This is an optimization exercise on Yosys and OpenROAD, whose aim is small area, a short achievable clock period and few clock cycles per item, not a production implementation.
At most, simulation tests tie the RTL to the original design; equivalence was not proved.
For run 2, only the layout was checked, not whether the RTL still works.

## flow/design.v (module list and top-level ports; edited modules follow where they fit)
// module qg_screen_lane: 882 lines
module qg_screen_lane (
    input  wire         clk,
    input  wire         rst,
    input  wire         in_valid,
    output wire         in_ready,
    input  wire [1:0]   in_fmt,         
    input  wire         in_grey3,       
    input  wire         in_two_rowsets,
    input  wire [7:0]   in_p0,          
    input  wire [7:0]   in_ph,          
    input  wire [7:0]   in_pv,          
    input  wire [7:0]   in_phv,         
    input  wire [15:0]  in_gain,        
    input  wire [111:0] in_theta,       
    input  wire [15:0]  in_mask,        
    input  wire [8:0]   in_share,       
    input  wire         in_zone,        
    input  wire [10:0]  in_k,           
    input  wire [10:0]  in_s,           
    input  wire [11:0]  in_dots2_map,   
    output reg          out_valid,
    output reg  [2:0]   out_logical,
    output reg  [2:0]   out_level,
    output reg          out_rowset,
    output reg          out_pick_b,
    output reg          out_clip
);
  // ...
==> flow/flow/run.sh <==
#!/bin/bash
# The standard layout (standard.sh), with these changes:
#  - synthesis (flow/synth.tcl): the standard script, but Yosys's generic
#    ABC pass inside synth is skipped (-noabc), so that the full adders
#    written in the RTL are extracted without inverters around them, and the
#    final ABC mapping uses flow/abc.script;
#  - ports get buf_1 buffers;
#  - repair_timing aims at a slack of SETUP_SLACK_MARGIN below the 48 ns
#    clock, i.e. at the period the design can reach.
# make's output goes to standard.log; ORFS keeps each step's log in orfs/logs.
set -euo pipefail
W=$PWD
bash standard.sh finish SYNTH_SCRIPT=$W/flow/synth.tcl SYNTH_ARGS=-noabc \
  "BUFFER_PORTS_ARGS=-buffer_cell sky130_fd_sc_hd__buf_1" \
  SETUP_SLACK_MARGIN=37.3 > $W/standard.log 2>&1
==> flow/flow/abc.script <==
strash
dc2
dch -f
map -D 4000
buffer
upsize -D 4000
dnsize -D 4000
stime -p
==> flow/flow/synth.tcl <==
# synth_recipe.tcl with ABC's script swapped for flow/abc.script.
proc synth {args} { yosys synth -nofsm -noshare {*}$args }
set ::my_flow_dir [file dirname [file normalize [info script]]]
proc abc {args} {
  set i [lsearch -exact $args -script]
  if {$i >= 0} { set args [lreplace $args $i [expr {$i + 1}] -script $::my_flow_dir/abc.script] }
  set i [lsearch -exact $args -D]
  if {$i >= 0} { set args [lreplace $args $i [expr {$i + 1}]] }
  yosys abc {*}$args
}
source $::env(SCRIPTS_DIR)/synth.tcl
# left out here: clear keep_hierarchy, flatten, clean up, hide names made inside functions, write 1_2_yosys.v
==> flow/standard.sh <==
#!/bin/bash
# synth_recipe.tcl (not shown) runs the flow's synth.tcl, then flattens the netlist and writes it again
# the make line also repeats each setting of config.mk as NAME=value (left out here)
make -C /OpenROAD-flow-scripts/flow DESIGN_CONFIG=/design/flow/config.mk WORK_HOME=/design/flow/orfs CLKGATE_MAP_FILE= SYNTH_SCRIPT=/design/flow/synth_recipe.tcl "${@:-finish}"
==> flow/config.mk <==
export PLATFORM = sky130hd
export DESIGN_NAME = qg_screen_lane
export DESIGN_NICKNAME = qg_screen_lane
export VERILOG_FILES = /design/flow/design.v
export SDC_FILE = /design/flow/constraint.sdc
export NUM_CORES = 4
export LEC_CHECK = 0
export CAP_MARGIN = 20
export CORE_MARGIN = 2
export CORE_UTILIZATION = 50
export CTS_BUF_LIST = sky130_fd_sc_hd__clkbuf_8
export CTS_CLUSTER_DIAMETER = 80
export CTS_CLUSTER_SIZE = 20
export PLACE_DENSITY = 0.7
export SLEW_MARGIN = 20
==> flow/constraint.sdc <==
create_clock -name core_clock -period 48.0 [get_ports {clk}]
set_input_delay 9.6000 -clock core_clock [delete_from_list [all_inputs] [get_ports {clk}]]
set_output_delay 9.6000 -clock core_clock [all_outputs]
set_load 0.01 [all_outputs]
==> reports/qor.yml, run 1 <==
status:
  status: "timing/DRC/antenna clean"
critical_path:
  cp.depth: 1
  rrSetupSlack_ps: 37640
  path_class: "reg2out"
  reg2reg_depth: 50
  cp.buffers_inverters: 1
  crit_family: "flip-flops"
  critPathSlowestCell: "dfxtp_1"
sta:
  worst_pin_slew_ps: 1010
  post-route-period-util_pct: 22.1
  clock.fmax_ghz: 0.0942
logic_synthesis:
  synthFlopType: "dfxtp_1"
  synth-simple-area-share_pct: 11.2
  async_flop_share_pct: 0
  seq_area_frac_synth_pct: 23.7
floorplanning:
  start_util_pct: 50.9
  dieHeight_microns: 194
layout:
  top_register: "s1_theta"
  dominant-cell-class: "multi-input gates"
  final_area_sq_um: 20800
  final_nets: 2870
  largest_register_ffs: 112
  layout-drive-gt1-share_pct: 10.9
  largestRegisters: "s1_theta (112), s1_us (40), s1_gain (16)"
  antennaDiodeCount: 0
placement:
  routabilityCongestion: 0.943
  post_dp_cell_area_sq_um: 19500
  pre_cts_slack_ps: 36370
route:
  wl_microns: 55600
  drtIter0Drc: 1439
  first_pass_iters: 6
  routed_via_density: 5.86
worst_hold_path:
  hp-class: "reg2reg"
run:
  cap_viol_max_count: 0
clock_network:
  clk_pin_slew_ps: 110
global_routing:
  use_met1_pct: 35.8
Testbench counts, summed over its fixed seeds: cycles 40,008, items 40,000.
==> inputs of run 2 (changes only) <==
--- a/flow/design.v
+++ b/flow/design.v
@@ -496,18 +496,18 @@
     wire pt_c_240, pt_s_239;
     assign {pt_c_240, pt_s_239} = {1'b0, pt_c_216} + {1'b0, pt_s_231} + {1'b0, pt_s_233};
     wire pt_c_242, pt_s_241;
     assign {pt_c_242, pt_s_241} = {1'b0, pt_s_235} + {1'b0, pt_c_218} + {1'b0, pt_s_237};
     wire pt_c_244, pt_s_243;
     assign {pt_c_244, pt_s_243} = {1'b0, pt_c_220} + {1'b0, pt_s_239} + {1'b0, pt_c_222};
     wire pt_c_246, pt_s_245;
     assign {pt_c_246, pt_s_245} = {1'b0, pt_c_224} + {1'b0, pt_s_241} + {1'b0, pt_s_243};
-    wire pt_c_248, pt_s_247;
-    assign {pt_c_248, pt_s_247} = {1'b0, pt_c_226} + {1'b0, pt_s_245} + {1'b0, pt_c_228};
+    wire pt_hc_248, pt_h_247;
+    assign {pt_hc_248, pt_h_247} = {1'b0, pt_c_226} + {1'b0, pt_s_245};
     wire pt_c_250, pt_s_249;
     assign {pt_c_250, pt_s_249} = {1'b0, 1'b1} + {1'b0, (u[9] & s1_gain[11])} + {1'b0, (u[8] & s1_gain[12])};
     wire pt_c_252, pt_s_251;
     assign {pt_c_252, pt_s_251} = {1'b0, booth[1].q[16]} + {1'b0, booth[2].q[14]} + {1'b0, booth[3].q[12]};
     wire pt_c_254, pt_s_253;
     assign {pt_c_254, pt_s_253} = {1'b0, booth[4].q[10]} + {1'b0, booth[5].q[8]} + {1'b0, booth[6].q[6]};
     wire pt_c_256, pt_s_255;
     assign {pt_c_256, pt_s_255} = {1'b0, booth[7].q[4]} + {1'b0, booth[8].q[2]} + {1'b0, pt_c_230};
@@ -644,18 +644,18 @@
     wire pt_c_388, pt_s_387;
     assign {pt_c_388, pt_s_387} = {1'b0, pt_c_380} + {1'b0, pt_s_385} + {1'b0, pt_c_382};
     wire pt_c_390, pt_s_389;
     assign {pt_c_390, pt_s_389} = {1'b0, 1'b1} + {1'b0, booth[7].q[16]} + {1'b0, booth[8].q[14]};
     wire pt_hc_392, pt_h_391;
     assign {pt_hc_392, pt_h_391} = {1'b0, pt_c_386} + {1'b0, pt_s_389};
     wire pt_c_394, pt_s_393;
     assign {pt_c_394, pt_s_393} = {1'b0, ~booth[7].neg} + {1'b0, booth[8].q[15]} + {1'b0, pt_c_390};
-    wire [31:0] pt_x = {pt_hc_392, pt_c_388, pt_hc_384, pt_c_378, pt_hc_372, pt_c_364, pt_c_356, pt_hc_346, pt_c_334, pt_c_320, pt_hc_304, pt_c_286, pt_hc_268, pt_c_248, pt_s_247, pt_c_210, pt_s_209, pt_c_174, pt_s_173, pt_c_144, pt_c_132, pt_c_120, pt_c_110, pt_c_100, pt_s_99, pt_c_86, pt_s_85, pt_s_79, pt_c_76, pt_s_75, booth[0].q[1], booth[0].q[0]};
-    wire [31:0] pt_y = {pt_s_393, pt_h_391, pt_s_387, pt_h_383, pt_s_377, pt_h_371, pt_s_363, pt_s_355, pt_h_345, pt_s_333, pt_s_319, pt_h_303, pt_s_285, pt_h_267, 1'b0, pt_s_227, 1'b0, pt_h_191, 1'b0, pt_s_157, pt_s_143, pt_s_131, pt_s_119, pt_s_109, 1'b0, pt_s_91, 1'b0, pt_h_81, pt_h_77, 1'b0, 1'b0, booth[0].neg};
+    wire [31:0] pt_x = {pt_hc_392, pt_c_388, pt_hc_384, pt_c_378, pt_hc_372, pt_c_364, pt_c_356, pt_hc_346, pt_c_334, pt_c_320, pt_hc_304, pt_c_286, pt_hc_268, pt_hc_248, pt_c_228, pt_c_210, pt_s_209, pt_c_174, pt_s_173, pt_c_144, pt_c_132, pt_c_120, pt_c_110, pt_c_100, pt_s_99, pt_c_86, pt_s_85, pt_s_79, pt_c_76, pt_s_75, booth[0].q[1], booth[0].q[0]};
+    wire [31:0] pt_y = {pt_s_393, pt_h_391, pt_s_387, pt_h_383, pt_s_377, pt_h_371, pt_s_363, pt_s_355, pt_h_345, pt_s_333, pt_s_319, pt_h_303, pt_s_285, pt_h_267, pt_h_247, pt_s_227, 1'b0, pt_h_191, 1'b0, pt_s_157, pt_s_143, pt_s_131, pt_s_119, pt_s_109, 1'b0, pt_s_91, 1'b0, pt_h_81, pt_h_77, 1'b0, 1'b0, booth[0].neg};
     wire [31:0] prod = pt_x + pt_y;
     wire        clip   = prod[31] | prod[30];
     wire [15:0] e_full = prod[29:14];
     wire [15:0] e_sat  = e_full | {16{clip}};      
     wire [6:0]  use_k  = {{4{s1_grey3}}, 3'b111};
     wire [6:0]  gt_t, gt_e;
     genvar k;
     generate
@@ -701,44 +701,44 @@
     wire pk_c_416, pk_s_415;
     assign {pk_c_416, pk_s_415} = {1'b0, pk_pp[0][4]} + {1'b0, pk_pp[1][3]} + {1'b0, pk_pp[2][2]};
     wire pk_c_418, pk_s_417;
     assign {pk_c_418, pk_s_417} = {1'b0, pk_pp[3][1]} + {1'b0, pk_pp[4][0]} + {1'b0, s1_rank[4]};
     wire pk_c_420, pk_s_419;
     assign {pk_c_420, pk_s_419} = {1'b0, s1_s[4]} + {1'b0, pk_c_408} + {1'b0, pk_c_410};
     wire pk_c_422, pk_s_421;
     assign {pk_c_422, pk_s_421} = {1'b0, pk_s_415} + {1'b0, pk_s_417} + {1'b0, pk_c_412};
-    wire pk_c_424, pk_s_423;
-    assign {pk_c_424, pk_s_423} = {1'b0, pk_s_419} + {1'b0, pk_hc_414} + {1'b0, pk_s_421};
+    wire pk_hc_424, pk_h_423;
+    assign {pk_hc_424, pk_h_423} = {1'b0, pk_s_419} + {1'b0, pk_hc_414};
     wire pk_c_426, pk_s_425;
     assign {pk_c_426, pk_s_425} = {1'b0, pk_pp[0][5]} + {1'b0, pk_pp[1][4]} + {1'b0, pk_pp[2][3]};
     wire pk_c_428, pk_s_427;
     assign {pk_c_428, pk_s_427} = {1'b0, pk_pp[3][2]} + {1'b0, pk_pp[4][1]} + {1'b0, pk_pp[5][0]};
     wire pk_c_430, pk_s_429;
     assign {pk_c_430, pk_s_429} = {1'b0, s1_rank[5]} + {1'b0, s1_s[5]} + {1'b0, pk_c_416};
     wire pk_c_432, pk_s_431;
     assign {pk_c_432, pk_s_431} = {1'b0, pk_c_418} + {1'b0, pk_s_425} + {1'b0, pk_s_427};
     wire pk_c_434, pk_s_433;
     assign {pk_c_434, pk_s_433} = {1'b0, pk_c_420} + {1'b0, pk_s_429} + {1'b0, pk_s_431};
-    wire pk_hc_436, pk_h_435;
-    assign {pk_hc_436, pk_h_435} = {1'b0, pk_c_422} + {1'b0, pk_s_433};
+    wire pk_c_436, pk_s_435;
+    assign {pk_c_436, pk_s_435} = {1'b0, pk_c_422} + {1'b0, pk_s_433} + {1'b0, pk_hc_424};
     wire pk_c_438, pk_s_437;
     assign {pk_c_438, pk_s_437} = {1'b0, pk_pp[0][6]} + {1'b0, pk_pp[1][5]} + {1'b0, pk_pp[2][4]};
     wire pk_c_440, pk_s_439;
     assign {pk_c_440, pk_s_439} = {1'b0, pk_pp[3][3]} + {1'b0, pk_pp[4][2]} + {1'b0, pk_pp[5][1]};
     wire pk_c_442, pk_s_441;
     assign {pk_c_442, pk_s_441} = {1'b0, pk_pp[6][0]} + {1'b0, s1_rank[6]} + {1'b0, s1_s[6]};
     wire pk_c_444, pk_s_443;
     assign {pk_c_444, pk_s_443} = {1'b0, pk_c_426} + {1'b0, pk_c_428} + {1'b0, pk_s_437};
     wire pk_c_446, pk_s_445;
     assign {pk_c_446, pk_s_445} = {1'b0, pk_s_439} + {1'b0, pk_s_441} + {1'b0, pk_c_430};
     wire pk_c_448, pk_s_447;
     assign {pk_c_448, pk_s_447} = {1'b0, pk_c_432} + {1'b0, pk_s_443} + {1'b0, pk_s_445};
     wire pk_c_450, pk_s_449;
-    assign {pk_c_450, pk_s_449} = {1'b0, pk_c_434} + {1'b0, pk_hc_436} + {1'b0, pk_s_447};
+    assign {pk_c_450, pk_s_449} = {1'b0, pk_c_434} + {1'b0, pk_s_447} + {1'b0, pk_c_436};
     wire pk_c_452, pk_s_451;
     assign {pk_c_452, pk_s_451} = {1'b0, pk_pp[0][7]} + {1'b0, pk_pp[1][6]} + {1'b0, pk_pp[2][5]};
     wire pk_c_454, pk_s_453;
     assign {pk_c_454, pk_s_453} = {1'b0, pk_pp[3][4]} + {1'b0, pk_pp[4][3]} + {1'b0, pk_pp[5][2]};
     wire pk_c_456, pk_s_455;
     assign {pk_c_456, pk_s_455} = {1'b0, pk_pp[6][1]} + {1'b0, pk_pp[7][0]} + {1'b0, s1_rank[7]};
     wire pk_c_458, pk_s_457;
     assign {pk_c_458, pk_s_457} = {1'b0, s1_s[7]} + {1'b0, pk_c_438} + {1'b0, pk_c_440};
@@ -849,18 +849,18 @@
     wire pk_hc_564, pk_h_563;
     assign {pk_hc_564, pk_h_563} = {1'b0, pk_s_561} + {1'b0, pk_c_556};
     wire pk_c_566, pk_s_565;
     assign {pk_c_566, pk_s_565} = {1'b0, pk_m9[7]} + {1'b0, ~s1_k[8]} + {1'b0, pk_c_560};
     wire pk_hc_568, pk_h_567;
     assign {pk_hc_568, pk_h_567} = {1'b0, pk_s_565} + {1'b0, pk_c_562};
     wire pk_c_570, pk_s_569;
     assign {pk_c_570, pk_s_569} = {1'b0, pk_pp[7][10]} + {1'b0, ~s1_k[9]} + {1'b0, pk_c_566};
-    wire [19:0] pk_x = {1'b1, pk_c_570, pk_hc_568, pk_hc_564, pk_hc_558, pk_hc_550, pk_hc_540, pk_hc_528, pk_hc_514, pk_c_498, pk_c_482, pk_hc_466, pk_c_450, pk_s_449, pk_c_424, pk_s_423, pk_c_406, pk_s_405, pk_s_399, pk_s_395};
-    wire [19:0] pk_y = {1'b0, 1'b1, pk_s_569, pk_h_567, pk_h_563, pk_h_557, pk_h_549, pk_h_539, pk_h_527, pk_h_513, pk_s_497, pk_s_481, pk_h_465, 1'b0, pk_h_435, 1'b0, pk_h_413, 1'b0, 1'b0, 1'b0};
+    wire [19:0] pk_x = {1'b1, pk_c_570, pk_hc_568, pk_hc_564, pk_hc_558, pk_hc_550, pk_hc_540, pk_hc_528, pk_hc_514, pk_c_498, pk_c_482, pk_hc_466, pk_c_450, pk_s_449, pk_s_435, pk_s_421, pk_c_406, pk_s_405, pk_s_399, pk_s_395};
+    wire [19:0] pk_y = {1'b0, 1'b1, pk_s_569, pk_h_567, pk_h_563, pk_h_557, pk_h_549, pk_h_539, pk_h_527, pk_h_513, pk_s_497, pk_s_481, pk_h_465, 1'b0, 1'b0, pk_h_423, pk_h_413, 1'b0, 1'b0, 1'b0};
     wire [19:0] pk_c;
     assign pk_c[0] = 1'b0;
     generate
         for (m = 0; m < 19; m = m + 1) begin : pkc
             assign pk_c[m+1] = (pk_x[m] & pk_y[m]) | (pk_x[m] & pk_c[m]) | (pk_y[m] & pk_c[m]);
         end
     endgenerate
     wire        pick   = s1_zone & (pk_x[19] ^ pk_y[19] ^ pk_c[19]);
==> flow/config.mk (replaced) <==
export PLATFORM = sky130hd
export DESIGN_NAME = qg_screen_lane
export DESIGN_NICKNAME = qg_screen_lane
export VERILOG_FILES = /design/flow/design.v
export SDC_FILE = /design/flow/constraint.sdc
export NUM_CORES = 4
export LEC_CHECK = 0
export CAP_MARGIN = 20
export CORE_MARGIN = 2
export CORE_UTILIZATION = 50
export CTS_BUF_LIST = sky130_fd_sc_hd__clkbuf_16
export CTS_CLUSTER_DIAMETER = 120
export CTS_CLUSTER_SIZE = 30
export PLACE_DENSITY = 0.7
export SLEW_MARGIN = 20
==> reports/qor.yml, run 2 <==
status:
  status: "timing/DRC/antenna clean"  # unchanged
floorplanning:
  die_w_microns: 195  # was 194 microns
  fp.dieArea_sq_um: 38100  # was 37800 sq um
  design.core.area_sq_um: 36300  # was 35700 sq um
  dieHeight_microns: 195  # was 194 microns
  start_util_pct: 50.3  # was 50.9%
  rows: 70  # was 69
  io_pins: 238  # unchanged
logic_synthesis:
  yosysWarnings: 1  # unchanged
  syn_nets: 2644  # was 2598
  yosysUniqueCellTypes: 67  # was 72
  yosysMostFrequentCell: "inv_1"  # unchanged
  synthFlopType: "dfxtp_1"  # unchanged
  ys_top_cells_by_area: "fa_1, dfxtp_1, inv_1"  # unchanged
  synth_common_cells: "inv_1, fa_1, dfxtp_1, nand2_1, nor2_1"  # unchanged
  synth_edf_count: 0  # unchanged
  synth_top_area_share_pct: 27.3  # was 27.7%
  avgSynthCellArea_sq_um: 8.78  # was 8.89 sq um
  synthesis.area_sq_um: 18300  # was 18100 sq um
  seq_area_frac_synth_pct: 23.5  # was 23.7%
  async_flop_share_pct: 0  # unchanged
  yosys_register_bits: 215  # unchanged
  yosysTopAreaCell: "fa_1"  # unchanged
  synth_cells: 2084  # was 2040
sta:
  rsz0062_at_grt: "no"  # was yes
  finalSetupViolations: 0  # unchanged
  maxSlewViolCount: 0  # unchanged
  worst_pin_slew_ps: 1000  # was 1010 ps
  max_slew_margin_pct: 32.7  # was 32.5%
  tns_ps: 0  # unchanged
  period_needed_ps: 10590  # was 10620 ps
  hold_violations: 0  # unchanged
  post-route-period-util_pct: 22.1  # about the same
  fin_skew_ps: 19.4  # was 29.7 ps
  clock.fmax_ghz: 0.0944  # was 0.0942 GHz
route:
  drtIter0Drc: 1454  # was 1439
  routed_via_density: 5.87  # was 5.86
  wl_microns: 55500  # was 55600 microns
  first_pass_iters: 7  # was 6
  remaining_drc_errors: 0  # unchanged
  vias: 16600  # was 16300
  wire_per_inst_microns: 19.7  # was 20.0 microns
  ant_nets: 0  # unchanged
run:
  cap_viol_max_count: 0  # unchanged
critical_path:
  cp_cell_sequence: "buf_1"  # unchanged
  critPathLaunchType: "flip-flop"  # unchanged
  path_class: "reg2out"  # unchanged
  slowest_delay_ps: 340  # was 320 ps
  cp.buffers_inverters: 1  # unchanged
  crit_required_ps: 38400  # about the same
  crit_path_end_kind: "primary output"  # unchanged
  cp.arrival_ps: 990  # was 1020 ps
  crit_family: "flip-flops"  # unchanged
  critPathSlowestCell: "dfxtp_1"  # unchanged
  worstPathMaxFanout: 1  # unchanged
layout:
  largest_register_ffs: 112  # unchanged
  syn_to_final_growth_pct: 16.4  # was 14.6%
  fillCellCount: 3215  # was 3232
  layout-drive-gt1-share_pct: 11.4  # was 10.9%
  top_register: "s1_theta"  # unchanged
  final_nets: 2915  # was 2870
  final_common_cell: "inv_1"  # unchanged
  largestRegisters: "s1_theta (112), s1_us (40), s1_gain (16)"  # unchanged
  mostFrequentLayoutCells: "inv_1, fa_1, buf_1"  # unchanged
global_routing:
  antenna_found_initial: 2  # was 0
  grt_pass1_vias: 16600  # was 16500
  grt_pass1_wl_microns: 84600  # was 86000 microns
  grt_max_degree: 34  # unchanged
  overflow: 0  # unchanged
  grt.total_usage_pct: 28.3  # was 28.8%
clock_network:
  worstSkewPairLatency_ps: 490  # was 550 ps
  numCtsBuffers: 11  # was 15
  htree_levels: 1  # unchanged
  cts_tree: "done"  # unchanged
  root_buffer: "clkbuf_16"  # was clkbuf_8
  clk_pin_slew_ps: 100  # was 110 ps
  clock-sinks: 215  # unchanged
  ctsHoldBuffers: 0  # unchanged
  clock_path_buffers: 3  # unchanged
placement:
  hpwl_microns: 43700  # was 43400 microns
  routabilityCongestion: 0.964  # was 0.943
  portBuffers: 235  # unchanged
worst_hold_path:
  hp-class: "reg2reg"  # unchanged
==> run 2: final timing paths <==
kind                  startpoint        endpoint  cells past startpoint  slack, ps
hold reg to reg        s1_rowset      out_rowset                      0        340
hold / removal         s1_rowset      out_rowset                      0        340
setup reg to reg        s1_us[9]    out_level[0]                     52      37710
setup / recovery  out_logical[0]  out_logical[0]                      1      37410
==> run 2: logic make-up after synthesis <==
group / share of synthesized area [%]
other: 0.0205
AND/OR/NAND/NOR: 12.2
flip-flops: 23.5
AO/OA/AOI/OAI: 18.3
XOR/XNOR: 5.02
adder cells (fa/ha/maj): 33.1
buffers and inverters: 7.90
==> run 2: what timing repair did <==
item	4_1_cts	5_1_grt
pin swaps	4	60
buffers inserted	15	45
endpoints found under the setup margin	35	9
resized for setup	28	172
gates cloned	2	2
==> run 2: layout make-up <==
cell class / count / area, sq um / area share [%]
multi-input cells: 1499 / 13300 / 62.6
inverters: 316 / 1210 / 5.70
clock buffers: 11 / 275 / 1.29
repair buffers: 311 / 1520 / 7.15
repair inverters: 1 / 5.00 / 0.0235
diodes: 2 / 5.00 / 0.0235
flip-flops and latches: 215 / 4310 / 20.2
well taps: 468 / 586 / 2.75
clock inverters: 3 / 53.8 / 0.252
==> run 2: metrics by stage <==
stage | hold slack [ps] | setup WS, ps | std cells | util, % | area, sq um
floorplan | 310 | 37290 | 2084 | - | 18300
global placement | 324 | 36500 | 2746 | 54.0 | 19600
detailed placement | 316 | 36450 | 2746 | 54.0 | 19600
CTS | 341 | 37280 | 2777 | 55.6 | 20200
global route | 346 | 37220 | 2824 | 58.6 | 21300
finish | 339 | 37410 | 2826 | 58.6 | 21300
==> run 2: routing by layer <==
layer	part of all wire, %	vias up	global-route usage (%)
met5	0	-	0
met1	39	8050	35.4
met4	4.8	0	11.7
met3	8.1	185	4.66
li1	-	7536	-
met2	48	817	48.6

[re-timing with driven ports]
How much do the figures lean on ideal ports? The routed layouts below were timed once more, with nothing changed but the port constraints. Step 1: set_driving_cell puts a clkbuf_16 on clk and a buf_2 on each other input, an assumption about the parent block. Step 2, shift: input delay + t, output delay - t, t = (earliest + latest rising clock arrival at the registers) / 2. This alone moves slack from input paths to output paths. Three values: ideal, step 1, step 2; two values: the first two.
| run | t, ns | slack for setup (ns) | worst hold slack (ns) | worst setup path at the end | cell pins on the clock port's net |
|---|---|---|---|---|---|
| run 1 | 0.589 | 37.381 / 37.329 / 36.916 | 0.338 / 0.338 / 0.338 | input to register | 1 |
| run 2 | 0.538 | 37.407 / 37.350 / 36.971 | 0.339 / 0.339 / 0.339 | input to register | 1 |
After both steps every run listed still meets setup and hold. For run 1, which loses most, drivers alone change the setup slack by -0.052 ns; drivers and shift together by -0.465 ns.
